What follows belongs to an exercise in optimizing a design on an open flow for small area and a short achievable clock period; a production flow would make more cautious choices. Only simulation tests tie the RTL to the original design; equivalence was not proved.

==> flow/design.v (excerpt) <==
module fil_slot (
    input  wire        clk,
    input  wire        rst,           
    input  wire        in_valid,      
    input  wire [23:0] in_data,       
    input  wire        in_clip,
    input  wire        in_supply,
    input  wire        in_nv,
    input  wire        in_restart,    
    input  wire [1:0]  cfg_stages,    
    input  wire [3:0]  cfg_l1m1,
    input  wire [3:0]  cfg_l2m1,
    input  wire [3:0]  cfg_l3m1,
    input  wire [15:0] cfg_dm1,
    output reg         out_valid,
    output reg  [23:0] out_value,
    output reg         out_uns,
    output reg         out_clip,
    output reg         out_supply,
    output reg         out_nv
);
    reg        v0, e0;
    reg [23:0] x0;
    reg [2:0]  mk0;
    reg [3:0]  c1_0, c2_0, c3_0;      
    reg [15:0] set_dm1;
    reg        rst_r;
    always @(posedge clk) begin
        rst_r <= rst;
        v0    <= in_valid && !rst;
        e0    <= in_restart;
        x0    <= in_data;
        mk0   <= {in_nv, in_supply, in_clip};
        c1_0  <= (cfg_stages >= 2'd1) ? cfg_l1m1 : 4'd0;
        c2_0  <= (cfg_stages >= 2'd2) ? cfg_l2m1 : 4'd0;
        c3_0  <= (cfg_stages == 2'd3) ? cfg_l3m1 : 4'd0;
        if (in_valid && in_restart)
            set_dm1 <= cfg_dm1;
        else if (rst_r)
            set_dm1 <= 16'd0;
    end
    reg        first;
    reg [3:0]  l1, l2, l3;
    reg [5:0]  k;                     
    reg [15:0] dcnt;                  
    reg [5:0]  age_c, age_s, age_n;   
    wire       restart = first || e0;
    wire [5:0] k_new   = (k == 6'd63) ? 6'd63 : k + 6'd1;
    wire [4:0] ks      = {k[5] | k[4], k[3:0]};
    wire [5:0] sup = 6'd1 + {2'b0, l1} + {2'b0, l2} + {2'b0, l3};
    function [5:0] age_next;
        input       mk;
        input [5:0] age;
        begin
            age_next = mk ? 6'd0 : ((age == 6'd63) ? 6'd63 : age + 6'd1);
        end
    endfunction
    wire [5:0] age_c_new = age_next(mk0[0], age_c);
    wire [5:0] age_s_new = age_next(mk0[1], age_s);
    wire [5:0] age_n_new = age_next(mk0[2], age_n);
    wire       dz        = (dcnt == 16'd0);
    wire       keep      = restart || dz;
    wire [28:0] b1;
    wire [3:0]  n1;
    fil_stage #(.FAST(0)) u_s1 (.clk(clk), .rst(rst_r), .v(v0), .e(restart), .k(ks), .lm1(l1),
  ...
Size in the first run: ~4700 cells after synthesis, ~1400 flip-flops, ~90 I/O pins, roughly 0.064 mm^2 of cells after synthesis.
==> flow/config.mk <==
export PLATFORM = sky130hd
export DESIGN_NAME = fil_slot
export DESIGN_NICKNAME = fil_slot
export VERILOG_FILES = /design/flow/design.v
export SDC_FILE = /design/flow/constraint.sdc
export NUM_CORES = 4
export LEC_CHECK = 0
export CAP_MARGIN = 20
export CORE_MARGIN = 2
export CORE_UTILIZATION = 70
export SLEW_MARGIN = 20
==> flow/constraint.sdc <==
create_clock -name core_clock -period 230.0 [get_ports {clk}]
set_input_delay 46.0000 -clock core_clock [delete_from_list [all_inputs] [get_ports {clk}]]
set_output_delay 46.0000 -clock core_clock [all_outputs]
set_load 0.01 [all_outputs]
standard.sh (not shown) runs the stock make flow with config.mk's settings and CLKGATE_MAP_FILE= SYNTH_SCRIPT=/design/flow/synth_recipe.tcl, a recipe that flattens the netlist after the stock synthesis.
==> flow/flow/run.sh <==
#!/bin/bash
# The standard layout (standard.sh), except that
#  - synthesis maps the logic with an area-oriented ABC script
#    (flow/abc.script) in place of ORFS's delay-oriented one; the synthesis
#    passes, flattening and renaming are unchanged;
#  - the port buffers are buf_2 cells (ORFS picks a delay cell);
#  - clock tree synthesis adds no dummy loads and clusters up to 28 sinks
#    within 90 um under each leaf buffer (fewer, fuller leaf buffers).
set -euo pipefail
W=$(pwd)
mkdir -p "$W/own"

# ORFS's synth.tcl, with the ABC script swapped right after the preamble
# has built the abc argument list.
sed "s|^source \$::env(SCRIPTS_DIR)/synth_preamble.tcl\$|&\nset abc_args [lreplace \$abc_args 1 1 $W/flow/abc.script]|" \
    "$FLOW_HOME/scripts/synth.tcl" > "$W/own/synth.tcl"
grep -q "lreplace \$abc_args 1 1" "$W/own/synth.tcl"

# The standard flow's synthesis script, sourcing that copy
sed "s|\$::env(SCRIPTS_DIR)/synth.tcl|$W/own/synth.tcl|" "$W/synth_recipe.tcl" > "$W/own/synth_recipe.tcl"
grep -q "$W/own/synth.tcl" "$W/own/synth_recipe.tcl"

# standard.sh, using that synthesis script
sed "s|$W/synth_recipe.tcl|$W/own/synth_recipe.tcl|g" "$W/standard.sh" > "$W/own/standard.sh"
grep -q "$W/own/synth_recipe.tcl" "$W/own/standard.sh"

bash "$W/own/standard.sh" \
    "BUFFER_PORTS_ARGS=-buffer_cell sky130_fd_sc_hd__buf_2" \
    "CTS_ARGS=-sink_clustering_enable -repair_clock_nets -dont_use_dummy_load -sink_clustering_size 28 -sink_clustering_max_diameter 90" \
    finish > "$W/flow.log" 2>&1
==> flow/flow/abc.script <==
strash
dch
map -a
strash
dch
map -a
strash
dch
map -a
topo
Change:
--- a/flow/config.mk
+++ b/flow/config.mk
@@ -8,4 +8,4 @@
 export CAP_MARGIN = 20
 export CORE_MARGIN = 2
-export CORE_UTILIZATION = 70
+export CORE_UTILIZATION = 78
 export SLEW_MARGIN = 20
Sequential share of layout area barely changes.
Worst setup slack is better by 54 ps.
Global-route usage goes up by 4.5 points.
Fmax hardly moves.
Die area goes down by 10%.
Final area barely changes.
Clock skew goes up by 25 ps.

==> port drivers added, routing unchanged <==
In the flow no input, the clock included, has a driving cell. The finished layouts below were timed again as built, in two steps.
Step 1: set_driving_cell puts a clkbuf_16 on clk and a buf_2 on each other input, an assumption about the parent block.
Step 2 moves the port delays by t, midway between the first and last clock arrival at a register: inputs arrive t later, outputs are due t later. That takes back most of the time a late clock gives input paths.
a / b / c = ideal / step 1 / step 2; a / b = the first two.
run	t (ns)	setup WS [ns]	worst setup path after step 2	worst slew at a driven data input, ns
the first run	0.765	182.832 / 182.759 / 182.543	input to register	0.04
the second run	0.718	182.886 / 182.815 / 182.555	input to register	0.04
After both steps setup and hold are still met in every run listed. For the second run, which loses most, drivers alone change the setup slack by -0.071 ns; drivers and shift together by -0.331 ns.
